This is an optimization exercise on Yosys and OpenROAD, whose aim is small area, a short achievable clock period and few clock cycles, not a production implementation.
The RTL was checked by simulation tests, not by an equivalence proof against the original design.
No activity file was given, so power comes from the tool's default toggle rates.

==> flow/design.v, too long to show whole: its modules and the start of the top module <==
// module lc_fpu: 288 lines
// module lc_fpu_add: 27 lines
// module lc_fpu_pand24: 20 lines
// module lc_fpu_lzc32: 33 lines
// module lc_fpu_mul_cs: 1059 lines
module lc_fpu (
    input  wire        clk,
    input  wire        rst,
    input  wire        start,
    input  wire [3:0]  op,
    input  wire [31:0] a,
    input  wire [31:0] b,
    output reg         done,
    output wire [31:0] result,
    output wire        flag
);
  // ...
==> flow/flow/run.sh <==
#!/bin/bash
# Layout flow: the standard ORFS flow (standard.sh) with two changes:
# the buffers ORFS puts on every input and output port are
# sky130_fd_sc_hd__buf_4 cells instead of the delay cells buffer_ports picks
# on its own, and the timing repair steps aim at a setup slack margin
# (SETUP_SLACK_MARGIN) so that the resizer also works on paths that already
# meet the design's clock period. The SDC and clock are not changed.
# Each tool's output goes to the ORFS logs under orfs/logs; the make
# output goes to standard.log.
set -uo pipefail
bash standard.sh "BUFFER_PORTS_ARGS=-buffer_cell sky130_fd_sc_hd__buf_4" SETUP_SLACK_MARGIN=10.5 finish > standard.log 2>&1
==> flow/standard.sh <==
#!/bin/bash
# synth_recipe.tcl (not shown) runs the flow's synth.tcl, then flattens the netlist and writes it again
# the make line also repeats each setting of config.mk as NAME=value (left out here)
make -C /OpenROAD-flow-scripts/flow DESIGN_CONFIG=/design/flow/config.mk WORK_HOME=/design/flow/orfs CLKGATE_MAP_FILE= SYNTH_SCRIPT=/design/flow/synth_recipe.tcl "${@:-finish}"
==> flow/config.mk <==
export PLATFORM = sky130hd
export DESIGN_NAME = lc_fpu
export DESIGN_NICKNAME = lc_fpu
export VERILOG_FILES = /design/flow/design.v
export SDC_FILE = /design/flow/constraint.sdc
export NUM_CORES = 4
export LEC_CHECK = 0
export ABC_AREA = 1
export CAP_MARGIN = 30
export CORE_MARGIN = 2
export CORE_UTILIZATION = 50
export PLACE_DENSITY = 0.68
export SLEW_MARGIN = 30
==> flow/constraint.sdc <==
create_clock -name core_clock -period 20.0 [get_ports {clk}]
set_input_delay 4.0000 -clock core_clock [delete_from_list [all_inputs] [get_ports {clk}]]
set_output_delay 4.0000 -clock core_clock [all_outputs]
set_load 0.01 [all_outputs]
==> summary.md, run 1 <==
| Metric | Value |
|---|---|
| Outcome | `complete, no violations` |
| Simple-gate share of the synthesized area | `0.292` |
| Die Wd | `304 um` |
| GR Layer Usage met2 | `0.674` |
| Initial DRC count | `7,103` |
| Worst Hold Path Cells | `1` |
| Post-synthesis xor/xnor area fraction | `0.101` |
| Max FFs per register | `32` |
| Vias per inst | `6.36` |
| Syn-to-layout area delta | `10.5%` |
| Count leader, synth | `nand2_1` |
| Final period util | `0.471` |
| Mux share of post-synthesis cell area | `0.00444` |
| Top pwr grp | `combinational logic` |
| M1 GR Usage | `0.585` |
| Die H | `304 um` |
| Leakage | `24.3 nW` |
| Fin. Hold Viols | `0` |
| Fin worst setup slack | `10.58 ns` |
| Worst R2R End | `m_r[6]` |
| Final non-clock buffer share | `0.0519` |
| Most Used Layer, Global Route | `met2` |
| Crit path from | `a[27]` |
| Top sig layer | `met5` |
| Sequential fraction of the synthesis area | `0.0559` |
| Most common cell after layout, fill and taps aside | `nand2_1` |
| Combinational power | `8.25 mW` |
| Largest registers | `m_r: 32 flops, q_r: 26 flops, d_r: 23 flops` |
| CP max stage delay | `0.50 ns` |
| Max-slew headroom | `0.290` |
| Worst hold endpoint | `cnt[0]` |
| Clk pwr share | `0.024` |
| Worst reg-to-reg path cell count | `63` |
| Reg area | `0.00255 sq mm` |
| Main synth FF type | `dfxtp_1` |
| CP Class | `primary input to flip-flop` |
| Hold Path Class | `flip-flop to flip-flop` |
| Net Count, Synth | `7,980` |
| Most common cell on crit path | `nand2_1` |
| Post-synth top area share | `0.133` |
| Finished Cell Area | `0.0498 sq mm` |
| CP Max Fanout | `13` |
| Crit path to | `m_r[30]` |
| GRT Resource Usage Total | `0.452` |
Testbench counts, summed over its fixed seeds: cycles 38,244.
==> run 2: changes to the inputs <==
--- a/flow/config.mk
+++ b/flow/config.mk
@@ -8,6 +8,6 @@
 export ABC_AREA = 1
 export CAP_MARGIN = 30
 export CORE_MARGIN = 2
-export CORE_UTILIZATION = 50
-export PLACE_DENSITY = 0.68
+export CORE_UTILIZATION = 60
+export PLACE_DENSITY = 0.76
 export SLEW_MARGIN = 30
==> summary.md, run 2 <==
| Metric | Value |
|---|---|
| Vias | `56,800 (was 53,700)` |
| First-pass GRT wire length | `312 mm (was 316 mm)` |
| Synth unique cells | `79 (unchanged)` |
| Post-synthesis xor/xnor area fraction | `0.101 (unchanged)` |
| Post-synth top area share | `0.133 (unchanged)` |
| Top reg by flops | `m_r (unchanged)` |
| Async set-reset flop share out of synthesis | `0 (unchanged)` |
| Top delay family on crit path | `simple AND/OR/NAND/NOR gates (unchanged)` |
| Synthesized cell area | `0.0451 sq mm (unchanged)` |
| Synth Instances | `7,255 (unchanged)` |
| Clk_skew | `0.0152 ns (was 0.0214 ns)` |
| RSZ-0062 raised after global routing | `true (unchanged)` |
| Total of max-cap violations | `0 (unchanged)` |
| Count leader, synth | `nand2_1 (unchanged)` |
| Worst Hold Path Cells | `1 (unchanged)` |
| Layout cells sized above 1 | `0.120 (was 0.115)` |
| Worst R2R Start | `d_r[2] (was d_r[5])` |
| Critical path data required time | `20.31 ns (was 20.28 ns)` |
| Port bufs | `104 (unchanged)` |
| CP max-delay cell | `nor3_1 (was ha_1)` |
| DPL Wire Length | `166 mm (was 172 mm)` |
| Most common cell after layout, fill and taps aside | `nand2_1 (unchanged)` |
| R2R setup slack | `10.77 ns (was 10.80 ns)` |
| CP Capture Type | `flip-flop (unchanged)` |
| Worst hold endpoint | `cnt[0] (unchanged)` |
| Total die area | `0.0774 sq mm (was 0.0926 sq mm)` |
| Worst VDD drop | `0.000345 V (was 0.000182 V)` |
| Most common cell on crit path | `inv_1 (was nand2_1)` |
| Simple-gate share of the synthesized area | `0.292 (unchanged)` |
| Core Rows | `100 (was 110)` |
| GRT Resource Usage Total | `0.531 (was 0.452)` |
| Most frequent cells in the layout | `1,564 x nand2_1, 935 x inv_1, 512 x nand3_1 (was 1,564 x nand2_1, 942 x inv_1, 496 x nand3_1)` |
| Dominant cells by area after synthesis | `nand2_1 13%, fa_1 11%, ha_1 11% (unchanged)` |
| Max FFs per register | `32 (unchanged)` |
| Final Critical Period | `9.71 ns (was 9.42 ns)` |
| CP arrival | `10.02 ns (was 9.69 ns)` |
| Initial DRC count | `9,441 (was 7,103)` |
| Vias per inst | `6.87 (was 6.36)` |
| Max-slew headroom | `0.219 (was 0.290)` |
| DRT Pass-1 Iters | `11 (was 7)` |
| Fill cells | `6,684 (was 9,212)` |
| Core ar. | `0.0744 sq mm (was 0.0897 sq mm)` |
| Num CTS Buffers | `9 (unchanged)` |
| Largest net degree at the start of global routing | `72 (was 63)` |
| Fin. Hold Viols | `0 (unchanged)` |
| Number of I/O pins | `105 (unchanged)` |
| DRC | `0 (unchanged)` |
| Max Freq | `103 MHz (was 106 MHz)` |
| Initial antenna violation count | `12 (unchanged)` |
| Power per cell area | `187 mW/mm^2 (was 178 mW/mm^2)` |
| Skew-Pair Late Insertion Delay | `0.39 ns (about the same)` |
| Finished Cell Area | `0.0500 sq mm (was 0.0498 sq mm)` |
| GPL Wtd Cong | `1.22 (was 1.21)` |
| GR Layer Usage met2 | `0.768 (was 0.674)` |
| Most Used Layer, Global Route | `met2 (unchanged)` |
| Worst hold start | `cnt[0] (unchanged)` |
| Leakage | `24.5 nW (was 24.3 nW)` |
| Fin worst setup slack | `10.29 ns (was 10.58 ns)` |
| Sequential fraction of the synthesis area | `0.0559 (unchanged)` |
| Die H | `278 um (was 304 um)` |
| Main synth FF type | `dfxtp_1 (unchanged)` |
| Syn-to-layout area delta | `10.8% (was 10.5%)` |
| Initial Utilization | `0.606 (was 0.503)` |
| Yosys top cell by area | `nand2_1 (unchanged)` |
| Worst reg-to-reg path cell count | `64 (was 63)` |
| Mapped Avg Cell Area | `6.22 sq um (unchanged)` |
| Hold Path Class | `flip-flop to flip-flop (unchanged)` |
| H-tree level count | `3 (unchanged)` |
| Outcome | `complete, no violations (unchanged)` |
| # setup viols final | `0 (unchanged)` |
| Largest family of logic cells by synthesized area | `simple AND/OR/NAND/NOR gates (unchanged)` |
| # clock sinks | `105 (unchanged)` |
| Clock Pin Slew Worst Setup and Hold Paths | `0.09 ns (about the same)` |
| Post-route ant nets | `0 (unchanged)` |
| Synth warnings | `5 (unchanged)` |
| Clock root buffer | `clkbuf_16 (unchanged)` |
| CP max stage delay | `0.72 ns (was 0.50 ns)` |
| Final wirelength | `220 mm (about the same)` |
| Post-Synth Adder-Cell Area | `0.225 (unchanged)` |
| Routed len/inst | `26.6 um (was 26.1 um)` |
| Die Wd | `278 um (was 304 um)` |
| Grt met3 use | `0.192 (was 0.122)` |
| CP Class | `primary input to flip-flop (unchanged)` |
| Worst Setup Start Kind | `primary input (unchanged)` |
| CP Max Fanout | `13 (unchanged)` |
| Net Count, Synth | `7,980 (unchanged)` |
| CP bufs+invs | `6 (unchanged)` |
| Largest registers | `m_r: 32 flops, q_r: 26 flops, d_r: 23 flops (unchanged)` |
| Pins Over Slew Limit | `0 (unchanged)` |
| Hold_buf cts | `0 (unchanged)` |
| M1 GR Usage | `0.660 (was 0.585)` |
| Final period util | `0.485 (was 0.471)` |
| Worst R2R End | `m_r[6] (unchanged)` |
| Number of global-route vias before repair | `50,500 (was 49,200)` |
| Total global routing overflow | `0 (unchanged)` |
| Total Neg Setup Slack | `0 ns (unchanged)` |
| Post-placement setup slack | `8.05 ns (was 7.32 ns)` |
| Clk buf depth | `2 (unchanged)` |
| Worst Tran Pin Value | `1.17 ns (was 1.06 ns)` |
| Critical path cell sequence | `buf_4, nor2_1, inv_1, nor3_1, nand4_1, nor2_1, inv_1, nor3_1, inv_1, nand2_1, nand2_1, inv_1, o21ai_1, nor2_1, nand2_1, nor2_1, inv_1, a21oi_1, nand2_1, nand3_1` |
| Layout Nets | `8,005 (was 7,983)` |
| CTS tree | `yes (unchanged)` |
| Post-synth EDFFs | `42 (unchanged)` |
| Mux share of post-synthesis cell area | `0.00444 (unchanged)` |
| Most frequent cells after synthesis | `1,595 x nand2_1, 967 x inv_1, 561 x o21ai_0, 533 x nand3_1, 495 x nor2_1 (unchanged)` |
| Yosys reg bits | `105 (unchanged)` |
| Compound-Gate Fraction of Synth Area | `0.203 (unchanged)` |
| DP Area | `0.0462 sq mm (was 0.0466 sq mm)` |
## run 2: worst reg2reg max path: cells and delay by family, from the launching register on
kind / cells / cell delay [ns]
compound gates: 16 / 2.60
fa+ha+maj: 4 / 1.12
flops: 1 / 0.43
simple gates: 34 / 3.55
buf+inv: 10 / 1.42
## run 2: metal layers
metal	vias up	share of wire
li1	24200	-
met1	25600	0.35
met2	5382	0.39
met3	1629	0.17
met4	18	0.098
met5	-	0.0016
## run 2: what timing repair did
item	CTS	global route
resized for setup	176	395
pin swaps	15	63
endpoints found under the hold margin	0	0
cloned	7	14
setup buffers	35	100
setup endpoints to repair	70	69
## run 2: how the worst max path moves through the flow
| stage | startpoint | endpoint | cells after the start |
|---|---|---|---|
| 2_1_floorplan | b[3] | m_r[4] | 24 |
| 3_3_place_gp | m_r[11] | m_r[13] | 58 |
| 3_5_place_dp | a[23] | m_r[14] | 37 |
| 4_1_cts | d_r[22] | m_r[13] | 60 |
| 5_1_grt | d_r[2] | m_r[13] | 62 |
| 6_report | a[11] | m_r[20] | 20 |
## run 2: cells by family (layout without fill, tap and decap cells)
group / count (synthesis) / after routing
simple gates: 3006 / 3015
compound gates: 1592 / 1592
buf+inv: 1360 / 1381
fa+ha+maj: 654 / 654
xor+xnor: 518 / 518
flops: 105 / 105
mux: 20 / 20
other cells: 0 / 8
## run 2: power breakdown
part / switching (mW) / leakage, nW / internal, mW
registers: 0.101 / 0.996 / 0.288
clock network: 0.106 / 0.152 / 0.0909
logic: 5.68 / 23.4 / 3.09
## run 2: per-stage QoR
stage,utilization,power [mW],hold WS [ns],cells
3_3_place_gp,0.621,7.61,0.431,8081
6_report,0.672,9.36,0.497,8262
5_1_grt,0.671,9.94,0.505,8254
4_1_cts,0.637,8.21,0.493,8140
3_5_place_dp,0.621,7.74,0.456,8082
2_1_floorplan,-,5.40,0.421,7255
## run 2: area by class of cell
cell class              instances  area [sq um]  area share
clock inverters                 7          88.8     0.00178
clock buffers                   9           225     0.00451
repair inverters                4          41.3    0.000826
flip-flops and latches        105          2540      0.0509
multi-input cells            5799         38800       0.776
inverters                    1037          4110      0.0823
repair buffers                324          2930      0.0586
well taps                     969          1210      0.0243
diodes                          8          20.0    0.000400
==> run 3: changes to the inputs <==
--- a/flow/flow/run.sh
+++ b/flow/flow/run.sh
@@ -8,4 +8,4 @@
 # Each tool's output goes to the ORFS logs under orfs/logs; the make
 # output goes to standard.log.
 set -uo pipefail
-bash standard.sh "BUFFER_PORTS_ARGS=-buffer_cell sky130_fd_sc_hd__buf_4" SETUP_SLACK_MARGIN=10.5 finish > standard.log 2>&1
+bash standard.sh "BUFFER_PORTS_ARGS=-buffer_cell sky130_fd_sc_hd__buf_4" SETUP_SLACK_MARGIN=10.75 finish > standard.log 2>&1
--- a/flow/config.mk
+++ b/flow/config.mk
@@ -8,6 +8,6 @@
 export ABC_AREA = 1
 export CAP_MARGIN = 30
 export CORE_MARGIN = 2
-export CORE_UTILIZATION = 60
-export PLACE_DENSITY = 0.76
+export CORE_UTILIZATION = 50
+export PLACE_DENSITY = 0.68
 export SLEW_MARGIN = 30
==> summary.md, run 3 <==
| Metric | Value |
|---|---|
| Outcome | `complete, no violations (unchanged)` |
| # clock sinks | `105 (unchanged)` |
| Most frequent cells in the layout | `1,530 x nand2_1, 928 x inv_1, 475 x nand3_1 (was 1,564 x nand2_1, 935 x inv_1, 512 x nand3_1)` |
| Vias per inst | `6.34 (was 6.87)` |
| Pins Over Slew Limit | `0 (unchanged)` |
| Number of global-route vias before repair | `49,400 (was 50,500)` |
| Worst Hold Path Cells | `1 (unchanged)` |
| Post-synth top area share | `0.133 (unchanged)` |
| Vias | `54,200 (was 56,800)` |
| Critical path data required time | `20.15 ns (was 20.31 ns)` |
| Most common cell on crit path | `nand2_1 (was inv_1)` |
| RSZ-0062 raised after global routing | `true (unchanged)` |
| Synthesized cell area | `0.0451 sq mm (unchanged)` |
| Hold Path Class | `flip-flop to flip-flop (unchanged)` |
| Count leader, synth | `nand2_1 (unchanged)` |
| Num CTS Buffers | `9 (unchanged)` |
| Core Rows | `110 (was 100)` |
| GRT Resource Usage Total | `0.443 (was 0.531)` |
| CP Max Fanout | `14 (was 13)` |
| Synth warnings | `5 (unchanged)` |
| Yosys reg bits | `105 (unchanged)` |
| DRC | `0 (unchanged)` |
| Total Neg Setup Slack | `0 ns (unchanged)` |
| DPL Wire Length | `167 mm (was 166 mm)` |
| Largest registers | `m_r: 32 flops, q_r: 26 flops, d_r: 23 flops (unchanged)` |
| Most frequent cells after synthesis | `1,595 x nand2_1, 967 x inv_1, 561 x o21ai_0, 533 x nand3_1, 495 x nor2_1 (unchanged)` |
| CP max-delay cell | `o21ai_2 (was nor3_1)` |
| # setup viols final | `0 (unchanged)` |
| Fin. Hold Viols | `0 (unchanged)` |
| Post-synth EDFFs | `42 (unchanged)` |
| Core ar. | `0.0897 sq mm (was 0.0744 sq mm)` |
| Worst reg-to-reg path cell count | `56 (was 64)` |
| H-tree level count | `3 (unchanged)` |
| Hold_buf cts | `0 (unchanged)` |
| Sw Pwr | `6.17 mW (was 5.89 mW)` |
| Final period util | `0.458 (was 0.485)` |
| Max-slew headroom | `0.147 (was 0.219)` |
| DRT Pass-1 Iters | `7 (was 11)` |
| Syn-to-layout area delta | `15.7% (was 10.8%)` |
| Routed len/inst | `25.7 um (was 26.6 um)` |
| Initial DRC count | `7,304 (was 9,441)` |
| Top reg by flops | `m_r (unchanged)` |
| Post-route ant nets | `0 (unchanged)` |
| Switching Fraction | `0.623 (was 0.629)` |
| Worst VDD drop | `0.000206 V (was 0.000345 V)` |
| Worst Tran Pin Value | `1.28 ns (was 1.17 ns)` |
| CP arrival | `9.32 ns (was 10.02 ns)` |
| Fill cells | `8,996 (was 6,684)` |
| CP Class | `primary input to flip-flop (unchanged)` |
| Mapped Avg Cell Area | `6.22 sq um (unchanged)` |
| Yosys top cell by area | `nand2_1 (unchanged)` |
| CP max stage delay | `0.38 ns (was 0.72 ns)` |
| Die Wd | `304 um (was 278 um)` |
| Synth unique cells | `79 (unchanged)` |
| Total of max-cap violations | `0 (unchanged)` |
| Power per cell area | `190 mW/mm^2 (was 187 mW/mm^2)` |
| Worst Setup Start Kind | `primary input (unchanged)` |
| Clk buf depth | `2 (unchanged)` |
| Leakage | `25.3 nW (was 24.5 nW)` |
| Async set-reset flop share out of synthesis | `0 (unchanged)` |
| Most common cell after layout, fill and taps aside | `nand2_1 (unchanged)` |
| GPL Wtd Cong | `1.09 (was 1.22)` |
| Net Count, Synth | `7,980 (unchanged)` |
| Pint | `3.73 mW (was 3.47 mW)` |
| Dominant cells by area after synthesis | `nand2_1 13%, fa_1 11%, ha_1 11% (unchanged)` |
| Final Critical Period | `9.16 ns (was 9.71 ns)` |
| Comb power frac | `0.939 (was 0.937)` |
| Max FFs per register | `32 (unchanged)` |
| Clock root buffer | `clkbuf_16 (unchanged)` |
| Sequential fraction of the synthesis area | `0.0559 (unchanged)` |
| First-pass GRT wire length | `312 mm (about the same)` |
| CTS tree | `yes (unchanged)` |
| Initial Utilization | `0.503 (was 0.606)` |
| Skew-Pair Late Insertion Delay | `0.40 ns (was 0.39 ns)` |
| Reg power frac | `0.040 (was 0.042)` |
| Clock Pin Slew Worst Setup and Hold Paths | `0.09 ns (about the same)` |
| Main synth FF type | `dfxtp_1 (unchanged)` |
| Synth Instances | `7,255 (unchanged)` |
| CP Capture Type | `flip-flop (unchanged)` |
| Clk pwr share | `0.021 (about the same)` |
| Largest net degree at the start of global routing | `63 (was 72)` |
| Final wirelength | `220 mm (about the same)` |
| Initial antenna violation count | `7 (was 12)` |
| Layout Nets | `8,103 (was 8,005)` |
| Die H | `304 um (was 278 um)` |
| Tot Pwr | `9.90 mW (was 9.36 mW)` |
| Max Freq | `109 MHz (was 103 MHz)` |
| Clk_skew | `0.0210 ns (was 0.0152 ns)` |
| Port bufs | `104 (unchanged)` |
| Number of I/O pins | `105 (unchanged)` |
| Total die area | `0.0926 sq mm (was 0.0774 sq mm)` |
| Total global routing overflow | `0 (unchanged)` |
| Layout cells sized above 1 | `0.149 (was 0.120)` |
run 3: changes by cell type in the layout (fill, tap and decap cells not counted), moves of 12 or more:
cell,change
buf_4,+66
nand3_1,-37
o21ai_0,-22
nand2_2,+32
nand2_1,-34
nand3_2,+33
buf_12,+12
run 3: path summary, 6_finish.rpt:
check	from	to	slack, ns
setup reg to reg	d_r[5]	m_r[6]	10.96
hold reg to reg	cnt[0]	cnt[0]	0.47
hold / removal	cnt[0]	cnt[0]	0.47
setup / recovery	a[30]	lz_r[1]	10.84
run 3: critical path: cells and delay by family:
kind	cells	cell delay [ns]
compound gates	6	1.17
fa+ha+maj	2	0.64
buf+inv	8	1.06
simple gates	24	2.43
run 3: cell type report:
cell class / count / area (sq um) / share of cell area
well taps: 1176 / 1470 / 0.0282
diodes: 2 / 5.00 / 0.0000959
clock buffers: 9 / 225 / 0.00432
multi-input cells: 5805 / 39700 / 0.761
inverters: 1037 / 4120 / 0.0789
repair inverters: 4 / 36.3 / 0.000695
clock inverters: 7 / 88.8 / 0.00170
repair buffers: 416 / 3960 / 0.0758
flip-flops and latches: 105 / 2560 / 0.0491
run 3: power by group through the flow:
stage	logic [mW]	clock network [mW]	registers, mW
finish	9.29	0.204	0.399
global route	9.97	0.206	0.397
CTS	7.95	0.201	0.386
detailed placement	7.44	0	0.385
global placement	7.43	0	0.385
floorplan	5.07	0	0.326
run 3: stage by stage:
stage	hold WS [ns]	setup WS [ns]	util	instance area, sq um	instances
global route	0.494	10.55	0.581	52200	8560
CTS	0.466	10.70	0.541	48600	8397
global placement	0.435	8.29	0.519	46600	8304
finish	0.468	10.84	0.582	52200	8561
floorplan	0.421	10.74	-	45100	7255
detailed placement	0.449	8.13	0.519	46600	8304
run 3: kinds of logic after synthesis:
group | after synthesis | share of synthesized area
simple gates | 3006 | 0.292
compound gates | 1592 | 0.203
buf+inv | 1360 | 0.119
fa+ha+maj | 654 | 0.225
xor+xnor | 518 | 0.101
flops | 105 | 0.0559
mux | 20 | 0.00444
run 3: repair_timing:
action / CTS / global route
gates cloned: 11 / 25
pin swaps: 22 / 140
resized for setup: 282 / 522
buffers inserted: 66 / 137
endpoints found under the setup margin: 70 / 69
run 3: per-layer routing:
metal,global-route usage,up-vias,wire [um]
met5,0,-,43
met4,0.241,8,15200
met3,0.102,866,27300
met2,0.677,3679,92400
met1,0.577,25300,85300
li1,-,24400,-

## port drivers added, routing unchanged
How much do the figures lean on ideal ports? The routed layouts below were timed once more, with nothing changed but the port constraints. Step 1 assumes that a clkbuf_16 drives the clock port and a buf_2 every other input. Step 2, shift: input delay + t, output delay - t, t = (earliest + latest rising clock arrival at the registers) / 2. This alone moves slack from input paths to output paths. Three values: ideal ports, drivers, drivers and shift; two values: the first two.
| run | t (ns) | setup slack, ns | worst hold slack (ns) |
|---|---|---|---|
| run 1 | 0.438 | 10.584 / 10.607 / 10.169 | 0.473 / 0.473 / 0.473 |
| run 2 | 0.445 | 10.292 / 10.331 / 9.886 | 0.497 / 0.497 / 0.497 |
| run 3 | 0.452 | 10.835 / 10.820 / 10.368 | 0.468 / 0.468 / 0.468 |
After both steps setup and hold are still met in every run listed. For run 3, which loses most, drivers alone change the setup slack by -0.015 ns; drivers and shift together by -0.467 ns.
